Source: an optimization exercise on an open RTL-to-GDS flow (aim: small area, a short achievable clock period and few clock cycles per item). Production flows keep margins and buffers that such runs may drop.
The RTL was checked by simulation tests, not by an equivalence proof against the original design.

==> flow/design.v, too long to show whole: its modules and the start of the top module <==
// module slot_sbox: 196 lines
// module slot_gf16_inv: 19 lines
// module slot_x2: 3 lines
// module slot_xn2: 3 lines
// module slot_aes_round: 52 lines
// module slot_mixcol: 25 lines
// module slot_xtime: 10 lines
// module slot_xv: 12 lines
// module slot_seal: 164 lines
// module slot_crc_step: 185 lines
// module slot_crc_t: 462 lines
// module slot_ao21: 13 lines
// module slot_ao21b: 3 lines
module slot_seal (
    input  wire         clk,
    input  wire         rst,          
    input  wire         start,
    input  wire [127:0] key,
    input  wire [511:0] slot,
    input  wire [31:0]  generation,
    input  wire [15:0]  index,
    output wire         ready,
    output reg          done,
    output wire [63:0]  tag,
    output wire [31:0]  crc,
    output wire         tag_ok,
    output reg          crc_ok
);
  // ...
==> flow/flow/run.sh <==
#!/bin/bash
# Layout: the standard flow (standard.sh), with every input and output
# port buffered by the smallest buffer, sky130_fd_sc_hd__buf_1, instead of
# the cell buffer_ports picks by default. Everything else is unchanged.
set -euo pipefail
export BUFFER_PORTS_ARGS="-buffer_cell sky130_fd_sc_hd__buf_1"
bash standard.sh > standard.log 2>&1
==> flow/standard.sh <==
#!/bin/bash
# synth_recipe.tcl (not shown) runs the flow's synth.tcl, then flattens the netlist and writes it again
# the make line also repeats each setting of config.mk as NAME=value (left out here)
make -C /OpenROAD-flow-scripts/flow DESIGN_CONFIG=/design/flow/config.mk WORK_HOME=/design/flow/orfs CLKGATE_MAP_FILE= SYNTH_SCRIPT=/design/flow/synth_recipe.tcl "${@:-finish}"
==> flow/config.mk <==
export PLATFORM = sky130hd
export DESIGN_NAME = slot_seal
export DESIGN_NICKNAME = slot_seal
export VERILOG_FILES = /design/flow/design.v
export SDC_FILE = /design/flow/constraint.sdc
export NUM_CORES = 8
export LEC_CHECK = 0
export CAP_MARGIN = 20
export CORE_MARGIN = 2
export CORE_UTILIZATION = 50
export PLACE_DENSITY = 0.6
export SETUP_SLACK_MARGIN = 3.25
export SLEW_MARGIN = 20
export SYNTH_HIERARCHICAL = 1
export SYNTH_MINIMUM_KEEP_SIZE = 0
==> flow/constraint.sdc <==
create_clock -name core_clock -period 10.0 [get_ports {clk}]
set_input_delay 2.0000 -clock core_clock [delete_from_list [all_inputs] [get_ports {clk}]]
set_output_delay 2.0000 -clock core_clock [all_outputs]
set_load 0.01 [all_outputs]
==> results_dict.tcl, run 1 <==
set metrics [dict create \
    dieWidth_um 362 \
    path_delay_family "compound AO/OA/AOI/OAI gates" \
    route.met3.wl_um 51400 \
    synth-compound-area-share 0.0939 \
    drv_slew 0 \
    clockRootBuffer "clkbuf_16" \
    clock_buffer_count 97 \
    dpl.cell_count 9332 \
    synth_cell_types 66 \
    crit_arrival_ns 7.60 \
    post_dp_cell_area_um2 67100 \
    inv_count 71 \
    vias 60400 \
    cts_tree "yes" \
    use_met1 0.626 \
    area_growth_pct 18.5 \
    outcome "timing/DRC/antenna clean" \
    yosys.cell_count.top_type "xor2_1" \
    dieArea_um2 131000 \
    nNetsFinal 8583 \
    synth_top_area_frac 0.459 \
    rsz0062_at_grt "true" \
    port_buffers 790 \
    seq_area_um2 14200 \
    buf_share 0.0649 \
    tap_cells 1662 \
    final-clk-cell-share 0.0328 \
    ctsLongestPathBuffers 3 \
    fin_area_um2 76000 \
    post_drt_wl_per_cell_um 36.9 \
]
Testbench counts, summed over its fixed seeds: cycles 54,118, items 1,280.
==> module slot_seal, before the edit <==
module slot_seal (
    input  wire         clk,
    input  wire         rst,          
    input  wire         start,
    input  wire [127:0] key,
    input  wire [511:0] slot,
    input  wire [31:0]  generation,
    input  wire [15:0]  index,
    output wire         ready,
    output reg          done,
    output wire [63:0]  tag,
    output wire [31:0]  crc,
    output wire         tag_ok,
    output reg          crc_ok
);
    function [127:0] to_be(input [127:0] x);
        integer b;
        begin
            for (b = 0; b < 16; b = b + 1)
                to_be[127-8*b -: 8] = x[8*b +: 8];
        end
    endfunction
    function [79:0] to_be80(input [79:0] x);
        integer b;
        begin
            for (b = 0; b < 10; b = b + 1)
                to_be80[79-8*b -: 8] = x[8*b +: 8];
        end
    endfunction
    function [127:0] dbl(input [127:0] x);
        dbl = {x[126:0], 1'b0} ^ (x[127] ? 128'h87 : 128'h0);
    endfunction
    function [7:0] xtime(input [7:0] b);
        xtime = {b[6:0], 1'b0} ^ (b[7] ? 8'h1b : 8'h00);
    endfunction
    reg         busy;     
    reg [127:0] st;       
    reg [127:0] rk;       
    reg [127:0] k2;       
    reg [127:0] ckey;     
    reg         kvalid;   
    reg [7:0]   rc;       
    reg [2:0]   blk;      
    reg [31:0]  cst;      
    reg [7:0]   tag_eq;   
    assign ready = !busy;
    wire         last   = (rc == 8'h36);                   
    wire         early  = !(rc == 8'h1b) && !last;          
    wire [127:0] key_be = to_be(key);
    wire         hit    = kvalid && (ckey == key);
    wire [127:0] m1     = to_be(slot[127:0]);
    wire [127:0] m2     = to_be(slot[255:128]);
    wire [127:0] m3     = to_be(slot[383:256]);
    wire [79:0]  m4d    = to_be80({index, generation, slot[415:384]});
    wire [127:0] m4;
    slot_xv #(80) xm4 (.a(m4d), .b(k2[127:48]), .y(m4[127:48]));
    assign m4[47:0] = {~k2[47], k2[46:0]};
    wire [127:0] sr, mc, rk_next;
    slot_aes_round u_round (
        .state_in (st),
        .rk_in    (rk),
        .rcon     (rc),
        .sr       (sr),
        .mc       (mc),
        .rk_out   (rk_next)
    );
    wire sel1 = (blk == 3'd1) &&  early;
    wire sel2 = ((blk == 3'd1) && !early) || ((blk == 3'd2) && early);
    wire sel3 = ((blk == 3'd2) && !early) || ((blk == 3'd3) && early);
    wire sel4 = (blk == 3'd3) && !early;
    wire [127:0] nxt = ({128{sel1}} & m1) | ({128{sel2}} & m2) |
                       ({128{sel3}} & m3) | ({128{sel4}} & m4);
    wire [127:0] knx, blk_out;
    slot_xv #(128) xknx (.a(rk_next), .b(nxt), .y(knx));
    slot_xv #(128) xbo  (.a(sr), .b(knx), .y(blk_out));
    wire [63:0] last_tag;
    genvar j;
    generate
        for (j = 0; j < 8; j = j + 1) begin : g_tag
            assign tag[8*j +: 8]      = st[127-8*j -: 8];
            assign last_tag[8*j +: 8] = blk_out[127-8*j -: 8];
        end
    endgenerate
    wire [31:0] t_of, crc_raw;
    slot_crc_t u_crct (.t(busy ? slot[479:416] : tag), .y(t_of));
    slot_xv #(32) xcrc (.a(cst), .b(t_of), .y(crc_raw));
    assign crc = ~crc_raw;
    reg [15:0] cword;
    always @(*) begin
        if (blk == 3'd4)
            cword = (rc == 8'h01) ? slot[399:384] :
                    (rc == 8'h02) ? slot[415:400] : 16'h0;
        else
            case (rc)
                8'h01:   cword = {nxt[119:112], nxt[127:120]};
                8'h02:   cword = {nxt[103:96],  nxt[111:104]};
                8'h04:   cword = {nxt[87:80],   nxt[95:88]};
                8'h08:   cword = {nxt[71:64],   nxt[79:72]};
                8'h10:   cword = {nxt[55:48],   nxt[63:56]};
                8'h20:   cword = {nxt[39:32],   nxt[47:40]};
                8'h40:   cword = {nxt[23:16],   nxt[31:24]};
                default: cword = {nxt[7:0],     nxt[15:8]};
            endcase
    end
    wire crc_run = (blk == 3'd4) ? (early && !rc[6] && !rc[7]) : ((blk != 3'd0) && early);
    wire [31:0] cst_next;
    slot_crc_step u_crcs (.c(cst), .w(cword), .y(cst_next));
    wire sel_mc = busy && !last;
    wire sel_bo = busy && last && (blk != 3'd0);
    wire sel_m1 = busy ? (last && (blk == 3'd0)) : hit;
    wire [127:0] st_oth = ({128{sel_bo}} & blk_out) | ({128{sel_m1}} & m1);
    wire [127:0] st_next;
    slot_ao21 #(128) u_stmux (.a(mc), .s(sel_mc), .b(st_oth), .y(st_next));
    always @(posedge clk) begin
        st <= st_next;
        if (!busy) begin
            rk  <= key_be;
            cst <= 32'hFFFFFFFF;
        end else begin
            rk <= last ? key_be : rk_next;
            if (crc_run)
                cst <= cst_next;
        end
    end
    assign tag_ok = &tag_eq;
    integer b;
    always @(posedge clk) begin
        if (busy && last && blk == 3'd0) begin
            k2   <= dbl(dbl(blk_out));
            ckey <= key;
        end
        if (busy && blk == 3'd4 && rc == 8'h40)
            crc_ok <= (crc == slot[511:480]);
        if (busy && blk == 3'd4 && last)
            for (b = 0; b < 8; b = b + 1)
                tag_eq[b] <= (last_tag[8*b +: 8] == slot[416+8*b +: 8]);
    end
    always @(posedge clk) begin
        if (rst) begin
            busy   <= 1'b0;
            done   <= 1'b0;
            kvalid <= 1'b0;
        end else begin
            done <= 1'b0;
            if (!busy) begin
                rc <= 8'h01;
                blk <= hit ? 3'd1 : 3'd0;
                if (start)
                    busy <= 1'b1;
            end else if (!last) begin
                rc <= xtime(rc);
            end else begin
                rc <= 8'h01;
                blk <= blk + 3'd1;
                if (blk == 3'd0)
                    kvalid <= 1'b1;
                if (blk == 3'd4) begin
                    done <= 1'b1;
                    busy <= 1'b0;
                end
            end
        end
    end
endmodule
==> run 2, diff against run 1 <==
--- a/flow/design.v
+++ b/flow/design.v
@@ -396,20 +396,17 @@
     wire [63:0] last_tag;
     genvar j;
     generate
         for (j = 0; j < 8; j = j + 1) begin : g_tag
             assign tag[8*j +: 8]      = st[127-8*j -: 8];
             assign last_tag[8*j +: 8] = blk_out[127-8*j -: 8];
         end
     endgenerate
-    wire [31:0] t_of, crc_raw;
-    slot_crc_t u_crct (.t(busy ? slot[479:416] : tag), .y(t_of));
-    slot_xv #(32) xcrc (.a(cst), .b(t_of), .y(crc_raw));
-    assign crc = ~crc_raw;
+    slot_crc_t u_crct (.t(busy ? slot[479:416] : tag), .z(cst), .y(crc));
     reg [15:0] cword;
     always @(*) begin
         if (blk == 3'd4)
             cword = (rc == 8'h01) ? slot[399:384] :
                     (rc == 8'h02) ? slot[415:400] : 16'h0;
         else
             case (rc)
                 8'h01:   cword = {nxt[119:112], nxt[127:120]};
@@ -664,19 +661,20 @@
     assign y[27] = n[133];
     assign y[28] = n[136];
     assign y[29] = n[139];
     assign y[30] = n[142];
     assign y[31] = n[145];
 endmodule
 module slot_crc_t (
     input  wire [63:0] t,
+    input  wire [31:0] z,
     output wire [31:0] y
 );
-    wire [423:0] n;
+    wire [455:0] n;
     slot_x2 x0 (.a(t[18]), .b(t[38]), .y(n[0]));
     slot_x2 x1 (.a(t[32]), .b(t[55]), .y(n[1]));
     slot_x2 x2 (.a(t[0]), .b(t[11]), .y(n[2]));
     slot_x2 x3 (.a(t[33]), .b(t[52]), .y(n[3]));
     slot_x2 x4 (.a(t[34]), .b(t[57]), .y(n[4]));
     slot_x2 x5 (.a(t[1]), .b(t[12]), .y(n[5]));
     slot_x2 x6 (.a(t[13]), .b(t[58]), .y(n[6]));
     slot_x2 x7 (.a(t[28]), .b(t[47]), .y(n[7]));
@@ -822,317 +820,349 @@
     slot_x2 x147 (.a(n[45]), .b(n[120]), .y(n[147]));
     slot_x2 x148 (.a(n[10]), .b(n[39]), .y(n[148]));
     slot_x2 x149 (.a(n[35]), .b(n[80]), .y(n[149]));
     slot_x2 x150 (.a(n[55]), .b(n[57]), .y(n[150]));
     slot_x2 x151 (.a(n[58]), .b(n[82]), .y(n[151]));
     slot_x2 x152 (.a(n[57]), .b(n[62]), .y(n[152]));
     slot_x2 x153 (.a(t[48]), .b(n[83]), .y(n[153]));
     slot_x2 x154 (.a(n[36]), .b(n[41]), .y(n[154]));
-    slot_x2 x155 (.a(n[103]), .b(n[55]), .y(n[155]));
-    slot_x2 x156 (.a(n[124]), .b(n[88]), .y(n[156]));
-    slot_x2 x157 (.a(n[149]), .b(n[155]), .y(n[157]));
-    slot_x2 x158 (.a(n[156]), .b(n[157]), .y(n[158]));
-    slot_x2 x159 (.a(t[37]), .b(n[46]), .y(n[159]));
-    slot_x2 x160 (.a(n[159]), .b(n[81]), .y(n[160]));
-    slot_x2 x161 (.a(n[125]), .b(n[126]), .y(n[161]));
-    slot_x2 x162 (.a(n[150]), .b(n[160]), .y(n[162]));
-    slot_x2 x163 (.a(n[161]), .b(n[162]), .y(n[163]));
-    slot_x2 x164 (.a(n[28]), .b(n[70]), .y(n[164]));
-    slot_x2 x165 (.a(n[104]), .b(n[105]), .y(n[165]));
-    slot_x2 x166 (.a(n[127]), .b(n[128]), .y(n[166]));
-    slot_x2 x167 (.a(n[129]), .b(n[130]), .y(n[167]));
-    slot_x2 x168 (.a(n[164]), .b(n[165]), .y(n[168]));
-    slot_x2 x169 (.a(n[166]), .b(n[167]), .y(n[169]));
-    slot_x2 x170 (.a(n[168]), .b(n[169]), .y(n[170]));
-    slot_x2 x171 (.a(t[8]), .b(t[24]), .y(n[171]));
-    slot_x2 x172 (.a(n[171]), .b(n[106]), .y(n[172]));
-    slot_x2 x173 (.a(n[107]), .b(n[124]), .y(n[173]));
-    slot_x2 x174 (.a(n[126]), .b(n[131]), .y(n[174]));
-    slot_x2 x175 (.a(n[172]), .b(n[151]), .y(n[175]));
-    slot_x2 x176 (.a(n[173]), .b(n[174]), .y(n[176]));
-    slot_x2 x177 (.a(n[175]), .b(n[176]), .y(n[177]));
-    slot_x2 x178 (.a(t[9]), .b(n[63]), .y(n[178]));
-    slot_x2 x179 (.a(n[90]), .b(n[108]), .y(n[179]));
-    slot_x2 x180 (.a(n[109]), .b(n[178]), .y(n[180]));
-    slot_x2 x181 (.a(n[58]), .b(n[83]), .y(n[181]));
-    slot_x2 x182 (.a(n[179]), .b(n[180]), .y(n[182]));
-    slot_x2 x183 (.a(n[89]), .b(n[152]), .y(n[183]));
-    slot_x2 x184 (.a(n[181]), .b(n[182]), .y(n[184]));
-    slot_x2 x185 (.a(n[183]), .b(n[184]), .y(n[185]));
-    slot_x2 x186 (.a(t[20]), .b(t[36]), .y(n[186]));
-    slot_x2 x187 (.a(n[91]), .b(n[92]), .y(n[187]));
-    slot_x2 x188 (.a(n[186]), .b(n[187]), .y(n[188]));
-    slot_x2 x189 (.a(n[84]), .b(n[127]), .y(n[189]));
-    slot_x2 x190 (.a(n[132]), .b(n[188]), .y(n[190]));
-    slot_x2 x191 (.a(n[153]), .b(n[189]), .y(n[191]));
-    slot_x2 x192 (.a(n[190]), .b(n[191]), .y(n[192]));
-    slot_x2 x193 (.a(n[52]), .b(n[110]), .y(n[193]));
-    slot_x2 x194 (.a(n[111]), .b(n[80]), .y(n[194]));
-    slot_x2 x195 (.a(n[131]), .b(n[133]), .y(n[195]));
-    slot_x2 x196 (.a(n[193]), .b(n[152]), .y(n[196]));
-    slot_x2 x197 (.a(n[194]), .b(n[195]), .y(n[197]));
-    slot_x2 x198 (.a(n[196]), .b(n[197]), .y(n[198]));
-    slot_x2 x199 (.a(t[4]), .b(n[64]), .y(n[199]));
-    slot_x2 x200 (.a(n[90]), .b(n[94]), .y(n[200]));
-    slot_x2 x201 (.a(n[95]), .b(n[71]), .y(n[201]));
-    slot_x2 x202 (.a(n[74]), .b(n[199]), .y(n[202]));
-    slot_x2 x203 (.a(n[200]), .b(n[84]), .y(n[203]));
-    slot_x2 x204 (.a(n[85]), .b(n[201]), .y(n[204]));
-    slot_x2 x205 (.a(n[202]), .b(n[88]), .y(n[205]));
-    slot_x2 x206 (.a(n[203]), .b(n[204]), .y(n[206]));
-    slot_x2 x207 (.a(n[205]), .b(n[206]), .y(n[207]));
-    slot_x2 x208 (.a(t[62]), .b(n[27]), .y(n[208]));
-    slot_x2 x209 (.a(n[92]), .b(n[50]), .y(n[209]));
-    slot_x2 x210 (.a(n[76]), .b(n[208]), .y(n[210]));
-    slot_x2 x211 (.a(n[55]), .b(n[86]), .y(n[211]));
-    slot_x2 x212 (.a(n[87]), .b(n[134]), .y(n[212]));
-    slot_x2 x213 (.a(n[135]), .b(n[209]), .y(n[213]));
-    slot_x2 x214 (.a(n[210]), .b(n[211]), .y(n[214]));
-    slot_x2 x215 (.a(n[212]), .b(n[213]), .y(n[215]));
-    slot_x2 x216 (.a(n[214]), .b(n[215]), .y(n[216]));
-    slot_x2 x217 (.a(t[22]), .b(t[25]), .y(n[217]));
-    slot_x2 x218 (.a(t[27]), .b(t[33]), .y(n[218]));
-    slot_x2 x219 (.a(t[40]), .b(t[47]), .y(n[219]));
-    slot_x2 x220 (.a(n[9]), .b(n[20]), .y(n[220]));
-    slot_x2 x221 (.a(n[217]), .b(n[218]), .y(n[221]));
-    slot_x2 x222 (.a(n[219]), .b(n[31]), .y(n[222]));
-    slot_x2 x223 (.a(n[53]), .b(n[220]), .y(n[223]));
-    slot_x2 x224 (.a(n[221]), .b(n[129]), .y(n[224]));
-    slot_x2 x225 (.a(n[136]), .b(n[137]), .y(n[225]));
-    slot_x2 x226 (.a(n[138]), .b(n[222]), .y(n[226]));
-    slot_x2 x227 (.a(n[223]), .b(n[224]), .y(n[227]));
-    slot_x2 x228 (.a(n[225]), .b(n[226]), .y(n[228]));
-    slot_x2 x229 (.a(n[227]), .b(n[228]), .y(n[229]));
-    slot_x2 x230 (.a(t[29]), .b(n[11]), .y(n[230]));
-    slot_x2 x231 (.a(n[28]), .b(n[66]), .y(n[231]));
-    slot_x2 x232 (.a(n[30]), .b(n[44]), .y(n[232]));
-    slot_x2 x233 (.a(n[112]), .b(n[230]), .y(n[233]));
-    slot_x2 x234 (.a(n[231]), .b(n[139]), .y(n[234]));
-    slot_x2 x235 (.a(n[140]), .b(n[232]), .y(n[235]));
-    slot_x2 x236 (.a(n[233]), .b(n[234]), .y(n[236]));
-    slot_x2 x237 (.a(n[235]), .b(n[236]), .y(n[237]));
-    slot_x2 x238 (.a(t[30]), .b(t[61]), .y(n[238]));
-    slot_x2 x239 (.a(n[2]), .b(n[5]), .y(n[239]));
-    slot_x2 x240 (.a(n[96]), .b(n[238]), .y(n[240]));
-    slot_x2 x241 (.a(n[239]), .b(n[240]), .y(n[241]));
-    slot_x2 x242 (.a(n[85]), .b(n[86]), .y(n[242]));
-    slot_x2 x243 (.a(n[137]), .b(n[241]), .y(n[243]));
-    slot_x2 x244 (.a(n[153]), .b(n[242]), .y(n[244]));
-    slot_x2 x245 (.a(n[243]), .b(n[244]), .y(n[245]));
-    slot_x2 x246 (.a(t[62]), .b(t[63]), .y(n[246]));
-    slot_x2 x247 (.a(n[65]), .b(n[246]), .y(n[247]));
-    slot_x2 x248 (.a(n[38]), .b(n[78]), .y(n[248]));
-    slot_x2 x249 (.a(n[112]), .b(n[114]), .y(n[249]));
-    slot_x2 x250 (.a(n[115]), .b(n[247]), .y(n[250]));
-    slot_x2 x251 (.a(n[130]), .b(n[248]), .y(n[251]));
+    slot_x2 x155 (.a(z[0]), .b(n[103]), .y(n[155]));
+    slot_x2 x156 (.a(n[55]), .b(n[124]), .y(n[156]));
+    slot_x2 x157 (.a(n[155]), .b(n[88]), .y(n[157]));
+    slot_x2 x158 (.a(n[149]), .b(n[156]), .y(n[158]));
+    slot_xn2 x159 (.a(n[157]), .b(n[158]), .y(n[159]));
+    slot_x2 x160 (.a(t[37]), .b(z[1]), .y(n[160]));
+    slot_x2 x161 (.a(n[46]), .b(n[160]), .y(n[161]));
+    slot_x2 x162 (.a(n[161]), .b(n[81]), .y(n[162]));
+    slot_x2 x163 (.a(n[125]), .b(n[126]), .y(n[163]));
+    slot_x2 x164 (.a(n[150]), .b(n[162]), .y(n[164]));
+    slot_xn2 x165 (.a(n[163]), .b(n[164]), .y(n[165]));
+    slot_x2 x166 (.a(z[2]), .b(n[28]), .y(n[166]));
+    slot_x2 x167 (.a(n[70]), .b(n[104]), .y(n[167]));
+    slot_x2 x168 (.a(n[105]), .b(n[166]), .y(n[168]));
+    slot_x2 x169 (.a(n[127]), .b(n[128]), .y(n[169]));
+    slot_x2 x170 (.a(n[129]), .b(n[130]), .y(n[170]));
+    slot_x2 x171 (.a(n[167]), .b(n[168]), .y(n[171]));
+    slot_x2 x172 (.a(n[169]), .b(n[170]), .y(n[172]));
+    slot_xn2 x173 (.a(n[171]), .b(n[172]), .y(n[173]));
+    slot_x2 x174 (.a(t[8]), .b(t[24]), .y(n[174]));
+    slot_x2 x175 (.a(z[3]), .b(n[174]), .y(n[175]));
+    slot_x2 x176 (.a(n[106]), .b(n[107]), .y(n[176]));
+    slot_x2 x177 (.a(n[175]), .b(n[124]), .y(n[177]));
+    slot_x2 x178 (.a(n[126]), .b(n[131]), .y(n[178]));
+    slot_x2 x179 (.a(n[176]), .b(n[151]), .y(n[179]));
+    slot_x2 x180 (.a(n[177]), .b(n[178]), .y(n[180]));
+    slot_xn2 x181 (.a(n[179]), .b(n[180]), .y(n[181]));
+    slot_x2 x182 (.a(t[9]), .b(z[4]), .y(n[182]));
+    slot_x2 x183 (.a(n[63]), .b(n[90]), .y(n[183]));
+    slot_x2 x184 (.a(n[182]), .b(n[108]), .y(n[184]));
+    slot_x2 x185 (.a(n[109]), .b(n[183]), .y(n[185]));
+    slot_x2 x186 (.a(n[58]), .b(n[83]), .y(n[186]));
+    slot_x2 x187 (.a(n[184]), .b(n[185]), .y(n[187]));
+    slot_x2 x188 (.a(n[89]), .b(n[152]), .y(n[188]));
+    slot_x2 x189 (.a(n[186]), .b(n[187]), .y(n[189]));
+    slot_xn2 x190 (.a(n[188]), .b(n[189]), .y(n[190]));
+    slot_x2 x191 (.a(t[20]), .b(t[36]), .y(n[191]));
+    slot_x2 x192 (.a(z[5]), .b(n[91]), .y(n[192]));
+    slot_x2 x193 (.a(n[92]), .b(n[191]), .y(n[193]));
+    slot_x2 x194 (.a(n[192]), .b(n[193]), .y(n[194]));
+    slot_x2 x195 (.a(n[84]), .b(n[127]), .y(n[195]));
+    slot_x2 x196 (.a(n[132]), .b(n[194]), .y(n[196]));
+    slot_x2 x197 (.a(n[153]), .b(n[195]), .y(n[197]));
+    slot_xn2 x198 (.a(n[196]), .b(n[197]), .y(n[198]));
+    slot_x2 x199 (.a(z[6]), .b(n[52]), .y(n[199]));
+    slot_x2 x200 (.a(n[110]), .b(n[111]), .y(n[200]));
+    slot_x2 x201 (.a(n[80]), .b(n[131]), .y(n[201]));
+    slot_x2 x202 (.a(n[133]), .b(n[199]), .y(n[202]));
+    slot_x2 x203 (.a(n[200]), .b(n[152]), .y(n[203]));
+    slot_x2 x204 (.a(n[201]), .b(n[202]), .y(n[204]));
+    slot_xn2 x205 (.a(n[203]), .b(n[204]), .y(n[205]));
+    slot_x2 x206 (.a(t[4]), .b(z[7]), .y(n[206]));
+    slot_x2 x207 (.a(n[64]), .b(n[90]), .y(n[207]));
+    slot_x2 x208 (.a(n[94]), .b(n[95]), .y(n[208]));
+    slot_x2 x209 (.a(n[206]), .b(n[71]), .y(n[209]));
+    slot_x2 x210 (.a(n[74]), .b(n[207]), .y(n[210]));
+    slot_x2 x211 (.a(n[208]), .b(n[84]), .y(n[211]));
+    slot_x2 x212 (.a(n[85]), .b(n[209]), .y(n[212]));
+    slot_x2 x213 (.a(n[210]), .b(n[88]), .y(n[213]));
+    slot_x2 x214 (.a(n[211]), .b(n[212]), .y(n[214]));
+    slot_xn2 x215 (.a(n[213]), .b(n[214]), .y(n[215]));
+    slot_x2 x216 (.a(t[62]), .b(z[8]), .y(n[216]));
+    slot_x2 x217 (.a(n[27]), .b(n[92]), .y(n[217]));
+    slot_x2 x218 (.a(n[216]), .b(n[50]), .y(n[218]));
+    slot_x2 x219 (.a(n[76]), .b(n[217]), .y(n[219]));
+    slot_x2 x220 (.a(n[55]), .b(n[86]), .y(n[220]));
+    slot_x2 x221 (.a(n[87]), .b(n[134]), .y(n[221]));
+    slot_x2 x222 (.a(n[135]), .b(n[218]), .y(n[222]));
+    slot_x2 x223 (.a(n[219]), .b(n[220]), .y(n[223]));
+    slot_x2 x224 (.a(n[221]), .b(n[222]), .y(n[224]));
+    slot_xn2 x225 (.a(n[223]), .b(n[224]), .y(n[225]));
+    slot_x2 x226 (.a(t[22]), .b(t[25]), .y(n[226]));
+    slot_x2 x227 (.a(t[27]), .b(t[33]), .y(n[227]));
+    slot_x2 x228 (.a(t[40]), .b(t[47]), .y(n[228]));
+    slot_x2 x229 (.a(z[9]), .b(n[9]), .y(n[229]));
+    slot_x2 x230 (.a(n[20]), .b(n[226]), .y(n[230]));
+    slot_x2 x231 (.a(n[227]), .b(n[228]), .y(n[231]));
+    slot_x2 x232 (.a(n[31]), .b(n[53]), .y(n[232]));
+    slot_x2 x233 (.a(n[229]), .b(n[230]), .y(n[233]));
+    slot_x2 x234 (.a(n[231]), .b(n[129]), .y(n[234]));
+    slot_x2 x235 (.a(n[136]), .b(n[137]), .y(n[235]));
+    slot_x2 x236 (.a(n[138]), .b(n[232]), .y(n[236]));
+    slot_x2 x237 (.a(n[233]), .b(n[234]), .y(n[237]));
+    slot_x2 x238 (.a(n[235]), .b(n[236]), .y(n[238]));
+    slot_xn2 x239 (.a(n[237]), .b(n[238]), .y(n[239]));
+    slot_x2 x240 (.a(t[29]), .b(z[10]), .y(n[240]));
+    slot_x2 x241 (.a(n[11]), .b(n[28]), .y(n[241]));
+    slot_x2 x242 (.a(n[66]), .b(n[240]), .y(n[242]));
+    slot_x2 x243 (.a(n[30]), .b(n[44]), .y(n[243]));
+    slot_x2 x244 (.a(n[112]), .b(n[241]), .y(n[244]));
+    slot_x2 x245 (.a(n[242]), .b(n[139]), .y(n[245]));
+    slot_x2 x246 (.a(n[140]), .b(n[243]), .y(n[246]));
+    slot_x2 x247 (.a(n[244]), .b(n[245]), .y(n[247]));
+    slot_xn2 x248 (.a(n[246]), .b(n[247]), .y(n[248]));
+    slot_x2 x249 (.a(t[30]), .b(t[61]), .y(n[249]));
+    slot_x2 x250 (.a(z[11]), .b(n[2]), .y(n[250]));
+    slot_x2 x251 (.a(n[5]), .b(n[96]), .y(n[251]));
     slot_x2 x252 (.a(n[249]), .b(n[250]), .y(n[252]));
-    slot_x2 x253 (.a(n[149]), .b(n[251]), .y(n[253]));
-    slot_x2 x254 (.a(n[252]), .b(n[253]), .y(n[254]));
-    slot_x2 x255 (.a(t[5]), .b(t[49]), .y(n[255]));
-    slot_x2 x256 (.a(t[63]), .b(n[3]), .y(n[256]));
-    slot_x2 x257 (.a(n[4]), .b(n[63]), .y(n[257]));
-    slot_x2 x258 (.a(n[95]), .b(n[255]), .y(n[258]));
-    slot_x2 x259 (.a(n[33]), .b(n[37]), .y(n[259]));
-    slot_x2 x260 (.a(n[256]), .b(n[257]), .y(n[260]));
-    slot_x2 x261 (.a(n[258]), .b(n[141]), .y(n[261]));
-    slot_x2 x262 (.a(n[259]), .b(n[260]), .y(n[262]));
-    slot_x2 x263 (.a(n[154]), .b(n[261]), .y(n[263]));
-    slot_x2 x264 (.a(n[262]), .b(n[263]), .y(n[264]));
-    slot_x2 x265 (.a(t[24]), .b(t[38]), .y(n[265]));
-    slot_x2 x266 (.a(t[45]), .b(t[52]), .y(n[266]));
-    slot_x2 x267 (.a(t[57]), .b(n[265]), .y(n[267]));
-    slot_x2 x268 (.a(n[266]), .b(n[43]), .y(n[268]));
-    slot_x2 x269 (.a(n[108]), .b(n[267]), .y(n[269]));
-    slot_x2 x270 (.a(n[81]), .b(n[142]), .y(n[270]));
-    slot_x2 x271 (.a(n[143]), .b(n[268]), .y(n[271]));
-    slot_x2 x272 (.a(n[269]), .b(n[270]), .y(n[272]));
-    slot_x2 x273 (.a(n[271]), .b(n[272]), .y(n[273]));
-    slot_x2 x274 (.a(t[46]), .b(t[56]), .y(n[274]));
-    slot_x2 x275 (.a(t[61]), .b(n[26]), .y(n[275]));
-    slot_x2 x276 (.a(n[62]), .b(n[97]), .y(n[276]));
-    slot_x2 x277 (.a(n[274]), .b(n[31]), .y(n[277]));
-    slot_x2 x278 (.a(n[79]), .b(n[114]), .y(n[278]));
-    slot_x2 x279 (.a(n[275]), .b(n[276]), .y(n[279]));
-    slot_x2 x280 (.a(n[144]), .b(n[277]), .y(n[280]));
-    slot_x2 x281 (.a(n[278]), .b(n[279]), .y(n[281]));
-    slot_x2 x282 (.a(n[89]), .b(n[280]), .y(n[282]));
-    slot_x2 x283 (.a(n[281]), .b(n[282]), .y(n[283]));
-    slot_x2 x284 (.a(t[47]), .b(n[42]), .y(n[284]));
-    slot_x2 x285 (.a(n[98]), .b(n[37]), .y(n[285]));
-    slot_x2 x286 (.a(n[73]), .b(n[118]), .y(n[286]));
-    slot_x2 x287 (.a(n[284]), .b(n[82]), .y(n[287]));
-    slot_x2 x288 (.a(n[84]), .b(n[145]), .y(n[288]));
-    slot_x2 x289 (.a(n[285]), .b(n[286]), .y(n[289]));
-    slot_x2 x290 (.a(n[287]), .b(n[288]), .y(n[290]));
-    slot_x2 x291 (.a(n[289]), .b(n[290]), .y(n[291]));
-    slot_x2 x292 (.a(t[8]), .b(t[12]), .y(n[292]));
-    slot_x2 x293 (.a(t[33]), .b(t[48]), .y(n[293]));
-    slot_x2 x294 (.a(t[55]), .b(n[14]), .y(n[294]));
-    slot_x2 x295 (.a(n[48]), .b(n[292]), .y(n[295]));
-    slot_x2 x296 (.a(n[293]), .b(n[103]), .y(n[296]));
-    slot_x2 x297 (.a(n[121]), .b(n[294]), .y(n[297]));
-    slot_x2 x298 (.a(n[295]), .b(n[86]), .y(n[298]));
-    slot_x2 x299 (.a(n[146]), .b(n[147]), .y(n[299]));
-    slot_x2 x300 (.a(n[296]), .b(n[297]), .y(n[300]));
-    slot_x2 x301 (.a(n[298]), .b(n[299]), .y(n[301]));
-    slot_x2 x302 (.a(n[300]), .b(n[301]), .y(n[302]));
-    slot_x2 x303 (.a(t[26]), .b(t[49]), .y(n[303]));
-    slot_x2 x304 (.a(n[22]), .b(n[24]), .y(n[304]));
-    slot_x2 x305 (.a(n[32]), .b(n[64]), .y(n[305]));
-    slot_x2 x306 (.a(n[99]), .b(n[303]), .y(n[306]));
-    slot_x2 x307 (.a(n[34]), .b(n[52]), .y(n[307]));
-    slot_x2 x308 (.a(n[69]), .b(n[77]), .y(n[308]));
-    slot_x2 x309 (.a(n[122]), .b(n[304]), .y(n[309]));
-    slot_x2 x310 (.a(n[305]), .b(n[306]), .y(n[310]));
-    slot_x2 x311 (.a(n[139]), .b(n[307]), .y(n[311]));
-    slot_x2 x312 (.a(n[308]), .b(n[309]), .y(n[312]));
-    slot_x2 x313 (.a(n[310]), .b(n[311]), .y(n[313]));
-    slot_x2 x314 (.a(n[312]), .b(n[313]), .y(n[314]));
-    slot_x2 x315 (.a(t[3]), .b(t[50]), .y(n[315]));
-    slot_x2 x316 (.a(n[2]), .b(n[42]), .y(n[316]));
-    slot_x2 x317 (.a(n[48]), .b(n[315]), .y(n[317]));
-    slot_x2 x318 (.a(n[79]), .b(n[316]), .y(n[318]));
-    slot_x2 x319 (.a(n[317]), .b(n[128]), .y(n[319]));
-    slot_x2 x320 (.a(n[141]), .b(n[318]), .y(n[320]));
-    slot_x2 x321 (.a(n[319]), .b(n[320]), .y(n[321]));
-    slot_x2 x322 (.a(t[0]), .b(n[25]), .y(n[322]));
-    slot_x2 x323 (.a(n[63]), .b(n[68]), .y(n[323]));
-    slot_x2 x324 (.a(n[70]), .b(n[79]), .y(n[324]));
-    slot_x2 x325 (.a(n[322]), .b(n[323]), .y(n[325]));
-    slot_x2 x326 (.a(n[324]), .b(n[151]), .y(n[326]));
-    slot_x2 x327 (.a(n[325]), .b(n[326]), .y(n[327]));
-    slot_x2 x328 (.a(t[1]), .b(n[97]), .y(n[328]));
-    slot_x2 x329 (.a(n[40]), .b(n[67]), .y(n[329]));
-    slot_x2 x330 (.a(n[107]), .b(n[123]), .y(n[330]));
-    slot_x2 x331 (.a(n[328]), .b(n[329]), .y(n[331]));
-    slot_x2 x332 (.a(n[330]), .b(n[150]), .y(n[332]));
-    slot_x2 x333 (.a(n[331]), .b(n[332]), .y(n[333]));
-    slot_x2 x334 (.a(t[43]), .b(n[16]), .y(n[334]));
-    slot_x2 x335 (.a(n[100]), .b(n[101]), .y(n[335]));
-    slot_x2 x336 (.a(n[334]), .b(n[335]), .y(n[336]));
-    slot_x2 x337 (.a(n[145]), .b(n[146]), .y(n[337]));
-    slot_x2 x338 (.a(n[336]), .b(n[154]), .y(n[338]));
-    slot_x2 x339 (.a(n[337]), .b(n[338]), .y(n[339]));
-    slot_x2 x340 (.a(t[10]), .b(t[52]), .y(n[340]));
-    slot_x2 x341 (.a(t[53]), .b(t[55]), .y(n[341]));
-    slot_x2 x342 (.a(n[0]), .b(n[9]), .y(n[342]));
-    slot_x2 x343 (.a(n[101]), .b(n[340]), .y(n[343]));
-    slot_x2 x344 (.a(n[341]), .b(n[72]), .y(n[344]));
-    slot_x2 x345 (.a(n[105]), .b(n[342]), .y(n[345]));
-    slot_x2 x346 (.a(n[343]), .b(n[125]), .y(n[346]));
-    slot_x2 x347 (.a(n[344]), .b(n[345]), .y(n[347]));
-    slot_x2 x348 (.a(n[346]), .b(n[347]), .y(n[348]));
-    slot_x2 x349 (.a(t[0]), .b(t[2]), .y(n[349]));
-    slot_x2 x350 (.a(t[30]), .b(n[1]), .y(n[350]));
-    slot_x2 x351 (.a(n[11]), .b(n[16]), .y(n[351]));
-    slot_x2 x352 (.a(n[349]), .b(n[35]), .y(n[352]));
-    slot_x2 x353 (.a(n[39]), .b(n[121]), .y(n[353]));
-    slot_x2 x354 (.a(n[350]), .b(n[351]), .y(n[354]));
-    slot_x2 x355 (.a(n[135]), .b(n[352]), .y(n[355]));
-    slot_x2 x356 (.a(n[353]), .b(n[354]), .y(n[356]));
-    slot_x2 x357 (.a(n[88]), .b(n[355]), .y(n[357]));
-    slot_x2 x358 (.a(n[356]), .b(n[357]), .y(n[358]));
-    slot_x2 x359 (.a(n[7]), .b(n[8]), .y(n[359]));
-    slot_x2 x360 (.a(n[26]), .b(n[60]), .y(n[360]));
-    slot_x2 x361 (.a(n[94]), .b(n[98]), .y(n[361]));
-    slot_x2 x362 (.a(n[43]), .b(n[49]), .y(n[362]));
-    slot_x2 x363 (.a(n[359]), .b(n[360]), .y(n[363]));
-    slot_x2 x364 (.a(n[361]), .b(n[87]), .y(n[364]));
-    slot_x2 x365 (.a(n[138]), .b(n[148]), .y(n[365]));
-    slot_x2 x366 (.a(n[362]), .b(n[363]), .y(n[366]));
-    slot_x2 x367 (.a(n[364]), .b(n[365]), .y(n[367]));
-    slot_x2 x368 (.a(n[366]), .b(n[367]), .y(n[368]));
-    slot_x2 x369 (.a(t[11]), .b(t[12]), .y(n[369]));
-    slot_x2 x370 (.a(t[28]), .b(n[99]), .y(n[370]));
-    slot_x2 x371 (.a(n[369]), .b(n[104]), .y(n[371]));
-    slot_x2 x372 (.a(n[370]), .b(n[56]), .y(n[372]));
-    slot_x2 x373 (.a(n[58]), .b(n[133]), .y(n[373]));
-    slot_x2 x374 (.a(n[148]), .b(n[371]), .y(n[374]));
-    slot_x2 x375 (.a(n[372]), .b(n[373]), .y(n[375]));
-    slot_x2 x376 (.a(n[374]), .b(n[375]), .y(n[376]));
-    slot_x2 x377 (.a(t[23]), .b(t[29]), .y(n[377]));
-    slot_x2 x378 (.a(t[36]), .b(n[24]), .y(n[378]));
-    slot_x2 x379 (.a(n[47]), .b(n[377]), .y(n[379]));
-    slot_x2 x380 (.a(n[106]), .b(n[378]), .y(n[380]));
-    slot_x2 x381 (.a(n[379]), .b(n[85]), .y(n[381]));
-    slot_x2 x382 (.a(n[87]), .b(n[136]), .y(n[382]));
-    slot_x2 x383 (.a(n[142]), .b(n[380]), .y(n[383]));
-    slot_x2 x384 (.a(n[381]), .b(n[382]), .y(n[384]));
-    slot_x2 x385 (.a(n[383]), .b(n[384]), .y(n[385]));
-    slot_x2 x386 (.a(t[13]), .b(t[18]), .y(n[386]));
-    slot_x2 x387 (.a(n[1]), .b(n[17]), .y(n[387]));
-    slot_x2 x388 (.a(n[91]), .b(n[102]), .y(n[388]));
-    slot_x2 x389 (.a(n[386]), .b(n[38]), .y(n[389]));
-    slot_x2 x390 (.a(n[53]), .b(n[54]), .y(n[390]));
-    slot_x2 x391 (.a(n[387]), .b(n[388]), .y(n[391]));
-    slot_x2 x392 (.a(n[81]), .b(n[144]), .y(n[392]));
-    slot_x2 x393 (.a(n[389]), .b(n[390]), .y(n[393]));
-    slot_x2 x394 (.a(n[391]), .b(n[392]), .y(n[394]));
-    slot_x2 x395 (.a(n[393]), .b(n[394]), .y(n[395]));
-    slot_x2 x396 (.a(t[55]), .b(n[3]), .y(n[396]));
-    slot_x2 x397 (.a(n[13]), .b(n[96]), .y(n[397]));
-    slot_x2 x398 (.a(n[100]), .b(n[29]), .y(n[398]));
-    slot_x2 x399 (.a(n[118]), .b(n[122]), .y(n[399]));
-    slot_x2 x400 (.a(n[396]), .b(n[397]), .y(n[400]));
-    slot_x2 x401 (.a(n[132]), .b(n[140]), .y(n[401]));
-    slot_x2 x402 (.a(n[398]), .b(n[399]), .y(n[402]));
-    slot_x2 x403 (.a(n[400]), .b(n[401]), .y(n[403]));
-    slot_x2 x404 (.a(n[402]), .b(n[403]), .y(n[404]));
-    slot_x2 x405 (.a(t[39]), .b(t[58]), .y(n[405]));
-    slot_x2 x406 (.a(n[2]), .b(n[11]), .y(n[406]));
-    slot_x2 x407 (.a(n[102]), .b(n[405]), .y(n[407]));
-    slot_x2 x408 (.a(n[109]), .b(n[111]), .y(n[408]));
-    slot_x2 x409 (.a(n[406]), .b(n[407]), .y(n[409]));
-    slot_x2 x410 (.a(n[41]), .b(n[143]), .y(n[410]));
-    slot_x2 x411 (.a(n[147]), .b(n[408]), .y(n[411]));
+    slot_x2 x253 (.a(n[251]), .b(n[85]), .y(n[253]));
+    slot_x2 x254 (.a(n[86]), .b(n[137]), .y(n[254]));
+    slot_x2 x255 (.a(n[252]), .b(n[153]), .y(n[255]));
+    slot_x2 x256 (.a(n[253]), .b(n[254]), .y(n[256]));
+    slot_xn2 x257 (.a(n[255]), .b(n[256]), .y(n[257]));
+    slot_x2 x258 (.a(t[62]), .b(t[63]), .y(n[258]));
+    slot_x2 x259 (.a(z[12]), .b(n[65]), .y(n[259]));
+    slot_x2 x260 (.a(n[258]), .b(n[38]), .y(n[260]));
+    slot_x2 x261 (.a(n[78]), .b(n[112]), .y(n[261]));
+    slot_x2 x262 (.a(n[114]), .b(n[115]), .y(n[262]));
+    slot_x2 x263 (.a(n[259]), .b(n[130]), .y(n[263]));
+    slot_x2 x264 (.a(n[260]), .b(n[261]), .y(n[264]));
+    slot_x2 x265 (.a(n[262]), .b(n[149]), .y(n[265]));
+    slot_x2 x266 (.a(n[263]), .b(n[264]), .y(n[266]));
+    slot_xn2 x267 (.a(n[265]), .b(n[266]), .y(n[267]));
+    slot_x2 x268 (.a(t[5]), .b(t[49]), .y(n[268]));
+    slot_x2 x269 (.a(t[63]), .b(z[13]), .y(n[269]));
+    slot_x2 x270 (.a(n[3]), .b(n[4]), .y(n[270]));
+    slot_x2 x271 (.a(n[63]), .b(n[95]), .y(n[271]));
+    slot_x2 x272 (.a(n[268]), .b(n[269]), .y(n[272]));
+    slot_x2 x273 (.a(n[33]), .b(n[37]), .y(n[273]));
+    slot_x2 x274 (.a(n[270]), .b(n[271]), .y(n[274]));
+    slot_x2 x275 (.a(n[272]), .b(n[141]), .y(n[275]));
+    slot_x2 x276 (.a(n[273]), .b(n[274]), .y(n[276]));
+    slot_x2 x277 (.a(n[154]), .b(n[275]), .y(n[277]));
+    slot_xn2 x278 (.a(n[276]), .b(n[277]), .y(n[278]));
+    slot_x2 x279 (.a(t[24]), .b(t[38]), .y(n[279]));
+    slot_x2 x280 (.a(t[45]), .b(t[52]), .y(n[280]));
+    slot_x2 x281 (.a(t[57]), .b(z[14]), .y(n[281]));
+    slot_x2 x282 (.a(n[279]), .b(n[280]), .y(n[282]));
+    slot_x2 x283 (.a(n[281]), .b(n[43]), .y(n[283]));
+    slot_x2 x284 (.a(n[108]), .b(n[282]), .y(n[284]));
+    slot_x2 x285 (.a(n[81]), .b(n[142]), .y(n[285]));
+    slot_x2 x286 (.a(n[143]), .b(n[283]), .y(n[286]));
+    slot_x2 x287 (.a(n[284]), .b(n[285]), .y(n[287]));
+    slot_xn2 x288 (.a(n[286]), .b(n[287]), .y(n[288]));
+    slot_x2 x289 (.a(t[46]), .b(t[56]), .y(n[289]));
+    slot_x2 x290 (.a(t[61]), .b(z[15]), .y(n[290]));
+    slot_x2 x291 (.a(n[26]), .b(n[62]), .y(n[291]));
+    slot_x2 x292 (.a(n[97]), .b(n[289]), .y(n[292]));
+    slot_x2 x293 (.a(n[290]), .b(n[31]), .y(n[293]));
+    slot_x2 x294 (.a(n[79]), .b(n[114]), .y(n[294]));
+    slot_x2 x295 (.a(n[291]), .b(n[292]), .y(n[295]));
+    slot_x2 x296 (.a(n[144]), .b(n[293]), .y(n[296]));
+    slot_x2 x297 (.a(n[294]), .b(n[295]), .y(n[297]));
+    slot_x2 x298 (.a(n[89]), .b(n[296]), .y(n[298]));
+    slot_xn2 x299 (.a(n[297]), .b(n[298]), .y(n[299]));
+    slot_x2 x300 (.a(t[47]), .b(z[16]), .y(n[300]));
+    slot_x2 x301 (.a(n[42]), .b(n[98]), .y(n[301]));
+    slot_x2 x302 (.a(n[300]), .b(n[37]), .y(n[302]));
+    slot_x2 x303 (.a(n[73]), .b(n[118]), .y(n[303]));
+    slot_x2 x304 (.a(n[301]), .b(n[82]), .y(n[304]));
+    slot_x2 x305 (.a(n[84]), .b(n[145]), .y(n[305]));
+    slot_x2 x306 (.a(n[302]), .b(n[303]), .y(n[306]));
+    slot_x2 x307 (.a(n[304]), .b(n[305]), .y(n[307]));
+    slot_xn2 x308 (.a(n[306]), .b(n[307]), .y(n[308]));
+    slot_x2 x309 (.a(t[8]), .b(t[12]), .y(n[309]));
+    slot_x2 x310 (.a(t[33]), .b(t[48]), .y(n[310]));
+    slot_x2 x311 (.a(t[55]), .b(z[17]), .y(n[311]));
+    slot_x2 x312 (.a(n[14]), .b(n[48]), .y(n[312]));
+    slot_x2 x313 (.a(n[309]), .b(n[310]), .y(n[313]));
+    slot_x2 x314 (.a(n[311]), .b(n[103]), .y(n[314]));
+    slot_x2 x315 (.a(n[121]), .b(n[312]), .y(n[315]));
+    slot_x2 x316 (.a(n[313]), .b(n[86]), .y(n[316]));
+    slot_x2 x317 (.a(n[146]), .b(n[147]), .y(n[317]));
+    slot_x2 x318 (.a(n[314]), .b(n[315]), .y(n[318]));
+    slot_x2 x319 (.a(n[316]), .b(n[317]), .y(n[319]));
+    slot_xn2 x320 (.a(n[318]), .b(n[319]), .y(n[320]));
+    slot_x2 x321 (.a(t[26]), .b(t[49]), .y(n[321]));
+    slot_x2 x322 (.a(z[18]), .b(n[22]), .y(n[322]));
+    slot_x2 x323 (.a(n[24]), .b(n[32]), .y(n[323]));
+    slot_x2 x324 (.a(n[64]), .b(n[99]), .y(n[324]));
+    slot_x2 x325 (.a(n[321]), .b(n[34]), .y(n[325]));
+    slot_x2 x326 (.a(n[52]), .b(n[69]), .y(n[326]));
+    slot_x2 x327 (.a(n[77]), .b(n[122]), .y(n[327]));
+    slot_x2 x328 (.a(n[322]), .b(n[323]), .y(n[328]));
+    slot_x2 x329 (.a(n[324]), .b(n[139]), .y(n[329]));
+    slot_x2 x330 (.a(n[325]), .b(n[326]), .y(n[330]));
+    slot_x2 x331 (.a(n[327]), .b(n[328]), .y(n[331]));
+    slot_x2 x332 (.a(n[329]), .b(n[330]), .y(n[332]));
+    slot_xn2 x333 (.a(n[331]), .b(n[332]), .y(n[333]));
+    slot_x2 x334 (.a(t[3]), .b(t[50]), .y(n[334]));
+    slot_x2 x335 (.a(z[19]), .b(n[2]), .y(n[335]));
+    slot_x2 x336 (.a(n[42]), .b(n[48]), .y(n[336]));
+    slot_x2 x337 (.a(n[334]), .b(n[79]), .y(n[337]));
+    slot_x2 x338 (.a(n[335]), .b(n[336]), .y(n[338]));
+    slot_x2 x339 (.a(n[128]), .b(n[141]), .y(n[339]));
+    slot_x2 x340 (.a(n[337]), .b(n[338]), .y(n[340]));
+    slot_xn2 x341 (.a(n[339]), .b(n[340]), .y(n[341]));
+    slot_x2 x342 (.a(t[0]), .b(z[20]), .y(n[342]));
+    slot_x2 x343 (.a(n[25]), .b(n[63]), .y(n[343]));
+    slot_x2 x344 (.a(n[342]), .b(n[68]), .y(n[344]));
+    slot_x2 x345 (.a(n[70]), .b(n[79]), .y(n[345]));
+    slot_x2 x346 (.a(n[343]), .b(n[344]), .y(n[346]));
+    slot_x2 x347 (.a(n[345]), .b(n[151]), .y(n[347]));
+    slot_xn2 x348 (.a(n[346]), .b(n[347]), .y(n[348]));
+    slot_x2 x349 (.a(t[1]), .b(z[21]), .y(n[349]));
+    slot_x2 x350 (.a(n[97]), .b(n[349]), .y(n[350]));
+    slot_x2 x351 (.a(n[40]), .b(n[67]), .y(n[351]));
+    slot_x2 x352 (.a(n[107]), .b(n[123]), .y(n[352]));
+    slot_x2 x353 (.a(n[350]), .b(n[351]), .y(n[353]));
+    slot_x2 x354 (.a(n[352]), .b(n[150]), .y(n[354]));
+    slot_xn2 x355 (.a(n[353]), .b(n[354]), .y(n[355]));
+    slot_x2 x356 (.a(t[43]), .b(z[22]), .y(n[356]));
+    slot_x2 x357 (.a(n[16]), .b(n[100]), .y(n[357]));
+    slot_x2 x358 (.a(n[101]), .b(n[356]), .y(n[358]));
+    slot_x2 x359 (.a(n[357]), .b(n[358]), .y(n[359]));
+    slot_x2 x360 (.a(n[145]), .b(n[146]), .y(n[360]));
+    slot_x2 x361 (.a(n[359]), .b(n[154]), .y(n[361]));
+    slot_xn2 x362 (.a(n[360]), .b(n[361]), .y(n[362]));
+    slot_x2 x363 (.a(t[10]), .b(t[52]), .y(n[363]));
+    slot_x2 x364 (.a(t[53]), .b(t[55]), .y(n[364]));
+    slot_x2 x365 (.a(z[23]), .b(n[0]), .y(n[365]));
+    slot_x2 x366 (.a(n[9]), .b(n[101]), .y(n[366]));
+    slot_x2 x367 (.a(n[363]), .b(n[364]), .y(n[367]));
+    slot_x2 x368 (.a(n[72]), .b(n[105]), .y(n[368]));
+    slot_x2 x369 (.a(n[365]), .b(n[366]), .y(n[369]));
+    slot_x2 x370 (.a(n[367]), .b(n[125]), .y(n[370]));
+    slot_x2 x371 (.a(n[368]), .b(n[369]), .y(n[371]));
+    slot_xn2 x372 (.a(n[370]), .b(n[371]), .y(n[372]));
+    slot_x2 x373 (.a(t[0]), .b(t[2]), .y(n[373]));
+    slot_x2 x374 (.a(t[30]), .b(z[24]), .y(n[374]));
+    slot_x2 x375 (.a(n[1]), .b(n[11]), .y(n[375]));
+    slot_x2 x376 (.a(n[16]), .b(n[373]), .y(n[376]));
+    slot_x2 x377 (.a(n[374]), .b(n[35]), .y(n[377]));
+    slot_x2 x378 (.a(n[39]), .b(n[121]), .y(n[378]));
+    slot_x2 x379 (.a(n[375]), .b(n[376]), .y(n[379]));
+    slot_x2 x380 (.a(n[135]), .b(n[377]), .y(n[380]));
+    slot_x2 x381 (.a(n[378]), .b(n[379]), .y(n[381]));
+    slot_x2 x382 (.a(n[88]), .b(n[380]), .y(n[382]));
+    slot_xn2 x383 (.a(n[381]), .b(n[382]), .y(n[383]));
+    slot_x2 x384 (.a(z[25]), .b(n[7]), .y(n[384]));
+    slot_x2 x385 (.a(n[8]), .b(n[26]), .y(n[385]));
+    slot_x2 x386 (.a(n[60]), .b(n[94]), .y(n[386]));
+    slot_x2 x387 (.a(n[98]), .b(n[43]), .y(n[387]));
+    slot_x2 x388 (.a(n[49]), .b(n[384]), .y(n[388]));
+    slot_x2 x389 (.a(n[385]), .b(n[386]), .y(n[389]));
+    slot_x2 x390 (.a(n[87]), .b(n[138]), .y(n[390]));
+    slot_x2 x391 (.a(n[148]), .b(n[387]), .y(n[391]));
+    slot_x2 x392 (.a(n[388]), .b(n[389]), .y(n[392]));
+    slot_x2 x393 (.a(n[390]), .b(n[391]), .y(n[393]));
+    slot_xn2 x394 (.a(n[392]), .b(n[393]), .y(n[394]));
+    slot_x2 x395 (.a(t[11]), .b(t[12]), .y(n[395]));
+    slot_x2 x396 (.a(t[28]), .b(z[26]), .y(n[396]));
+    slot_x2 x397 (.a(n[99]), .b(n[395]), .y(n[397]));
+    slot_x2 x398 (.a(n[396]), .b(n[104]), .y(n[398]));
+    slot_x2 x399 (.a(n[397]), .b(n[56]), .y(n[399]));
+    slot_x2 x400 (.a(n[58]), .b(n[133]), .y(n[400]));
+    slot_x2 x401 (.a(n[148]), .b(n[398]), .y(n[401]));
+    slot_x2 x402 (.a(n[399]), .b(n[400]), .y(n[402]));
+    slot_xn2 x403 (.a(n[401]), .b(n[402]), .y(n[403]));
+    slot_x2 x404 (.a(t[23]), .b(t[29]), .y(n[404]));
+    slot_x2 x405 (.a(t[36]), .b(z[27]), .y(n[405]));
+    slot_x2 x406 (.a(n[24]), .b(n[47]), .y(n[406]));
+    slot_x2 x407 (.a(n[404]), .b(n[405]), .y(n[407]));
+    slot_x2 x408 (.a(n[106]), .b(n[406]), .y(n[408]));
+    slot_x2 x409 (.a(n[407]), .b(n[85]), .y(n[409]));
+    slot_x2 x410 (.a(n[87]), .b(n[136]), .y(n[410]));
+    slot_x2 x411 (.a(n[142]), .b(n[408]), .y(n[411]));
     slot_x2 x412 (.a(n[409]), .b(n[410]), .y(n[412]));
-    slot_x2 x413 (.a(n[411]), .b(n[412]), .y(n[413]));
-    slot_x2 x414 (.a(t[15]), .b(t[20]), .y(n[414]));
-    slot_x2 x415 (.a(n[64]), .b(n[414]), .y(n[415]));
-    slot_x2 x416 (.a(n[29]), .b(n[49]), .y(n[416]));
-    slot_x2 x417 (.a(n[70]), .b(n[110]), .y(n[417]));
-    slot_x2 x418 (.a(n[115]), .b(n[123]), .y(n[418]));
-    slot_x2 x419 (.a(n[415]), .b(n[134]), .y(n[419]));
+    slot_xn2 x413 (.a(n[411]), .b(n[412]), .y(n[413]));
+    slot_x2 x414 (.a(t[13]), .b(t[18]), .y(n[414]));
+    slot_x2 x415 (.a(z[28]), .b(n[1]), .y(n[415]));
+    slot_x2 x416 (.a(n[17]), .b(n[91]), .y(n[416]));
+    slot_x2 x417 (.a(n[102]), .b(n[414]), .y(n[417]));
+    slot_x2 x418 (.a(n[38]), .b(n[53]), .y(n[418]));
+    slot_x2 x419 (.a(n[54]), .b(n[415]), .y(n[419]));
     slot_x2 x420 (.a(n[416]), .b(n[417]), .y(n[420]));
-    slot_x2 x421 (.a(n[418]), .b(n[89]), .y(n[421]));
-    slot_x2 x422 (.a(n[419]), .b(n[420]), .y(n[422]));
-    slot_x2 x423 (.a(n[421]), .b(n[422]), .y(n[423]));
-    assign y[0] = n[158];
-    assign y[1] = n[163];
-    assign y[2] = n[170];
-    assign y[3] = n[177];
-    assign y[4] = n[185];
-    assign y[5] = n[192];
-    assign y[6] = n[198];
-    assign y[7] = n[207];
-    assign y[8] = n[216];
-    assign y[9] = n[229];
-    assign y[10] = n[237];
-    assign y[11] = n[245];
-    assign y[12] = n[254];
-    assign y[13] = n[264];
-    assign y[14] = n[273];
-    assign y[15] = n[283];
-    assign y[16] = n[291];
-    assign y[17] = n[302];
-    assign y[18] = n[314];
-    assign y[19] = n[321];
-    assign y[20] = n[327];
-    assign y[21] = n[333];
-    assign y[22] = n[339];
-    assign y[23] = n[348];
-    assign y[24] = n[358];
-    assign y[25] = n[368];
-    assign y[26] = n[376];
-    assign y[27] = n[385];
-    assign y[28] = n[395];
-    assign y[29] = n[404];
-    assign y[30] = n[413];
-    assign y[31] = n[423];
+    slot_x2 x421 (.a(n[81]), .b(n[144]), .y(n[421]));
+    slot_x2 x422 (.a(n[418]), .b(n[419]), .y(n[422]));
+    slot_x2 x423 (.a(n[420]), .b(n[421]), .y(n[423]));
+    slot_xn2 x424 (.a(n[422]), .b(n[423]), .y(n[424]));
+    slot_x2 x425 (.a(t[55]), .b(z[29]), .y(n[425]));
+    slot_x2 x426 (.a(n[3]), .b(n[13]), .y(n[426]));
+    slot_x2 x427 (.a(n[96]), .b(n[100]), .y(n[427]));
+    slot_x2 x428 (.a(n[425]), .b(n[29]), .y(n[428]));
+    slot_x2 x429 (.a(n[118]), .b(n[122]), .y(n[429]));
+    slot_x2 x430 (.a(n[426]), .b(n[427]), .y(n[430]));
+    slot_x2 x431 (.a(n[132]), .b(n[140]), .y(n[431]));
+    slot_x2 x432 (.a(n[428]), .b(n[429]), .y(n[432]));
+    slot_x2 x433 (.a(n[430]), .b(n[431]), .y(n[433]));
+    slot_xn2 x434 (.a(n[432]), .b(n[433]), .y(n[434]));
+    slot_x2 x435 (.a(t[39]), .b(t[58]), .y(n[435]));
+    slot_x2 x436 (.a(z[30]), .b(n[2]), .y(n[436]));
+    slot_x2 x437 (.a(n[11]), .b(n[102]), .y(n[437]));
+    slot_x2 x438 (.a(n[435]), .b(n[109]), .y(n[438]));
+    slot_x2 x439 (.a(n[111]), .b(n[436]), .y(n[439]));
+    slot_x2 x440 (.a(n[437]), .b(n[41]), .y(n[440]));
+    slot_x2 x441 (.a(n[143]), .b(n[147]), .y(n[441]));
+    slot_x2 x442 (.a(n[438]), .b(n[439]), .y(n[442]));
+    slot_x2 x443 (.a(n[440]), .b(n[441]), .y(n[443]));
+    slot_xn2 x444 (.a(n[442]), .b(n[443]), .y(n[444]));
+    slot_x2 x445 (.a(t[15]), .b(t[20]), .y(n[445]));
+    slot_x2 x446 (.a(z[31]), .b(n[64]), .y(n[446]));
+    slot_x2 x447 (.a(n[445]), .b(n[29]), .y(n[447]));
+    slot_x2 x448 (.a(n[49]), .b(n[70]), .y(n[448]));
+    slot_x2 x449 (.a(n[110]), .b(n[115]), .y(n[449]));
+    slot_x2 x450 (.a(n[123]), .b(n[446]), .y(n[450]));
+    slot_x2 x451 (.a(n[134]), .b(n[447]), .y(n[451]));
+    slot_x2 x452 (.a(n[448]), .b(n[449]), .y(n[452]));
+    slot_x2 x453 (.a(n[450]), .b(n[89]), .y(n[453]));
+    slot_x2 x454 (.a(n[451]), .b(n[452]), .y(n[454]));
+    slot_xn2 x455 (.a(n[453]), .b(n[454]), .y(n[455]));
+    assign y[0] = n[159];
+    assign y[1] = n[165];
+    assign y[2] = n[173];
+    assign y[3] = n[181];
+    assign y[4] = n[190];
+    assign y[5] = n[198];
+    assign y[6] = n[205];
+    assign y[7] = n[215];
+    assign y[8] = n[225];
+    assign y[9] = n[239];
+    assign y[10] = n[248];
+    assign y[11] = n[257];
+    assign y[12] = n[267];
+    assign y[13] = n[278];
+    assign y[14] = n[288];
+    assign y[15] = n[299];
+    assign y[16] = n[308];
+    assign y[17] = n[320];
+    assign y[18] = n[333];
+    assign y[19] = n[341];
+    assign y[20] = n[348];
+    assign y[21] = n[355];
+    assign y[22] = n[362];
+    assign y[23] = n[372];
+    assign y[24] = n[383];
+    assign y[25] = n[394];
+    assign y[26] = n[403];
+    assign y[27] = n[413];
+    assign y[28] = n[424];
+    assign y[29] = n[434];
+    assign y[30] = n[444];
+    assign y[31] = n[455];
 endmodule
 module slot_ao21 #(parameter W = 8) (
     input  wire [W-1:0] a,
     input  wire         s,
     input  wire [W-1:0] b,
     output wire [W-1:0] y
 );
     genvar k;
==> flow/config.mk (replaced) <==
export PLATFORM = sky130hd
export DESIGN_NAME = slot_seal
export DESIGN_NICKNAME = slot_seal
export VERILOG_FILES = /design/flow/design.v
export SDC_FILE = /design/flow/constraint.sdc
export NUM_CORES = 8
export LEC_CHECK = 0
export CAP_MARGIN = 20
export CORE_MARGIN = 2
export CORE_UTILIZATION = 50
export PLACE_DENSITY = 0.6
export SETUP_SLACK_MARGIN = 3.5
export SLEW_MARGIN = 20
export SYNTH_HIERARCHICAL = 1
export SYNTH_MINIMUM_KEEP_SIZE = 0
==> results_dict.tcl, run 2 <==
set metrics [dict create \
    first_iter_violations 9424 \
    ys_seq_area_frac 0.220 \
    fin_tns_setup_ns 0 \
    finClkSkew_ns 0.0464 \
    postCtsHoldBufs 0 \
    cp-start-kind "primary input" \
    rsz0062_at_grt "true" \
    synth.top_cells.by_count "3365 x xor2_1, 1177 x nand2_1, 291 x dfxtp_1" \
    drt_wl_total_um 349000 \
    worstHoldStart "kvalid" \
    drv_slew 0 \
    grt_usage 0.508 \
    synth_top_area_frac 0.460 \
    tightestPinTransition_ns 1.25 \
    nNetsFinal 8596 \
    synthCells 7226 \
    final_cell_mix "2836 x xor2_1, 1176 x nand2_1, 785 x buf_1, 402 x xor2_2, 276 x edfxtp_1" \
    drv_cap 0 \
    area_growth_pct 20.9 \
    cts.sink_count 567 \
    port_buffers 790 \
    hold_end "kvalid" \
    grt_pass1_vias 55600 \
    post-route-min-period_ns 6.55 \
    synth_area_um2 64000 \
    max_freq_mhz 153 \
    reg2reg_depth 16 \
    drc 0 \
    critPathMaxStageDelay_ns 0.40 \
    htree_num_levels 3 \
    vias_per_cell 6.23 \
    core_area_um2 127000 \
    grt_max_degree 179 \
    dieArea_um2 131000 \
    yosys.cell_count.top_type "xor2_1" \
    critical_path.slowest_cell "xor2_2" \
    grt-ovfl-total 0 \
    final_common_cell "xor2_1" \
    antenna_found_initial 65 \
    end_kind "output port" \
    worstPathRequired_ns 8.00 \
    start_util 0.503 \
    r2r-start "blk[2]" \
    post_drt_wl_per_cell_um 36.2 \
    crit_top_cell "xor2_2" \
    rrSetupSlack_ns 3.48 \
    cts_inserted_buffers 74 \
    cts_tree "yes" \
    clockRootBuffer "clkbuf_16" \
    relSlewSlack 0.165 \
    worst_hold_slack_ns 0.496 \
    ant_nets 0 \
    syn-num-nets 7922 \
    die_y_um 362 \
    dr.pass1.iters 10 \
    vias 60100 \
    multi_input_area_um2 53100 \
    crit_arrival_ns 4.55 \
    cp_max_fo 3 \
    fillers 11300 \
    post-dp-hpwl_um 289000 \
    rows 131 \
    hold_path_class "flip-flop to flip-flop" \
    yosys-top-cells-area "xor2_1 46%, edfxtp_1 13%, dfxtp_1 9.1%, nand2_1 6.9%, xnor2_1 3.4%" \
    yosysTopAreaCell "xor2_1" \
    drive_above_1_share 0.145 \
    grt_pass1_wl_um 455000 \
    timing.final.crit_share 0.655 \
    timing.final.hold_violations 0 \
    gp_congestion 1.15 \
    setup_violations 0 \
    synthArstFlopShare 0 \
    seq_area_um2 14200 \
    synth_edf_count 276 \
    cp_cell_sequence "buf_1, mux2_4, xor2_4, xor2_2, xor2_2, xor2_2, xor2_1, xnor2_1, buf_1" \
    clk_pin_slew_ns 0.06 \
    synth_cell_types 66 \
    synthFlopType "dfxtp_1" \
    dieWidth_um 362 \
    ys_ff_latch 567 \
    clk_latency_ns 0.72 \
    num_io_pins 791 \
    r2r-end "cst[16]" \
    worstHoldPathCells 2 \
    outcome "timing/DRC/antenna clean" \
    critPathKind "primary input to output port" \
    ctsLongestPathBuffers 3 \
    yosysWarnings 7 \
    syn_area_per_cell_um2 8.86 \
]
run 2: cell count changes after synthesis, sizes merged:
cell / previous run / this run
clkbuf: 131 / 129
buf: 327 / 329
inv: 70 / 38
run 2: worst max-delay path by stage:
stage | start | end | slack, ns | cells past startpoint
floorplan | rc[7] | st[67] | 1.54 | 9
global placement | slot[434] | crc[9] | 2.50 | 9
finish | slot[459] | crc[2] | 3.45 | 9
global route | rk[21] | st[42] | 3.38 | 20
detailed placement | rk[31] | tag_eq[7] | 2.62 | 21
CTS | rk[27] | tag_eq[7] | 3.42 | 21
run 2: worst max-delay path, delay by kind of cell:
family	cells	cell delay (ns)
xor+xnor	6	1.66
buf+inv	2	0.53
mux	1	0.35
run 2: through the flow:
step | instances | util | cell area, um2 | setup WS [ns]
6_report | 9647 | 0.608 | 77400 | 3.45
5_1_grt | 9632 | 0.608 | 77400 | 3.38
4_1_cts | 9485 | 0.574 | 73200 | 3.42
3_5_place_dp | 9317 | 0.528 | 67200 | 2.62
3_3_place_gp | 9315 | 0.527 | 67200 | 2.50
2_1_floorplan | 7226 | - | 64200 | 1.54
run 2: repair_timing:
| action | 4_1_cts | 5_1_grt |
|---|---|---|
| gates cloned | 0 | 1 |
| pin swaps | 30 | 71 |
| endpoints found under the setup margin | 251 | 264 |
| setup buffers | 34 | 130 |
| resized for setup | 408 | 417 |
run 2: modules after synthesis (local to each module, per instance), a selection:
| module | copies in the design | flip-flops and latches | cells |
|---|---|---|---|
| slot_crc_step | 1 | 0 | 32 |
| slot_ao21b | 128 | 0 | 1 |
| slot_crc_t | 1 | 0 | 32 |
| slot_sbox | 20 | 0 | 27 |
| slot_xn2 | 112 | 0 | 1 |
| slot_x2 | 3298 | 0 | 1 |
| slot_gf16_inv | 20 | 0 | 15 |
| slot_seal | 1 | 567 | 2656 |
| slot_xtime | 16 | 0 | 8 |
run 2: area by class of cell:
type                       instances  area share
antenna                           27    0.000872
clock buffer                      93      0.0260
clock inverter                    41     0.00586
inverter                          39     0.00199
multi-input combinational       6163       0.686
sequential                       567       0.183
tap                             1662      0.0269
timing repair buffer            1055      0.0692
run 2: logic make-up (layout without fill, tap and decap cells):
group           Yosys count  count (layout)  synth area share
buf+inv                 497            1228            0.0474
flops                   567             567             0.220
xor+xnor               3617            3618             0.495
mux                     164             164            0.0283
fa+ha+maj                 5               5          0.000977
other cells               0              27                 0
compound gates          724             724            0.0941
simple gates           1652            1652             0.114
run 2: layer usage:
metal  share of wire  wire, um  global-route usage  vias to the layer above
li1                -         -                   -                    24700
met1            0.37    131000               0.648                    29300
met2            0.39    137000               0.700                     4904
met3            0.15     51200               0.198                     1217
met4           0.087     30400               0.348                       42
met5         0.00095       333                   0                        -
Testbench counts of run 2, summed over its fixed seeds: cycles 54,118, items 1,280.

==> afterwards: timing with drivers on the ports <==
No port has a modelled driver above. Below, the same layouts with a new extraction and two added sets of constraints. Step 1: set_driving_cell puts a clkbuf_16 on clk and a buf_2 on each other input, an assumption about the parent block. Step 2 also shifts input and output timing later by t, the mid clock arrival at the registers, as if the neighbouring blocks saw the same clock. Three values: no drivers, after step 1, after step 2; two values: the first two.
| run | shift t [ns] | slack for setup (ns) | worst data-port slew with drivers (ns) |
|---|---|---|---|
| run 1 | 0.815 | 2.984 / 2.984 / 2.687 | 0.29 |
| run 2 | 0.788 | 3.452 / 3.416 / 3.219 | 0.22 |
After both steps every run listed still meets setup and hold. The setup slack of run 1, which loses most, moves by 0.000 ns with the drivers and by -0.297 ns with both steps.
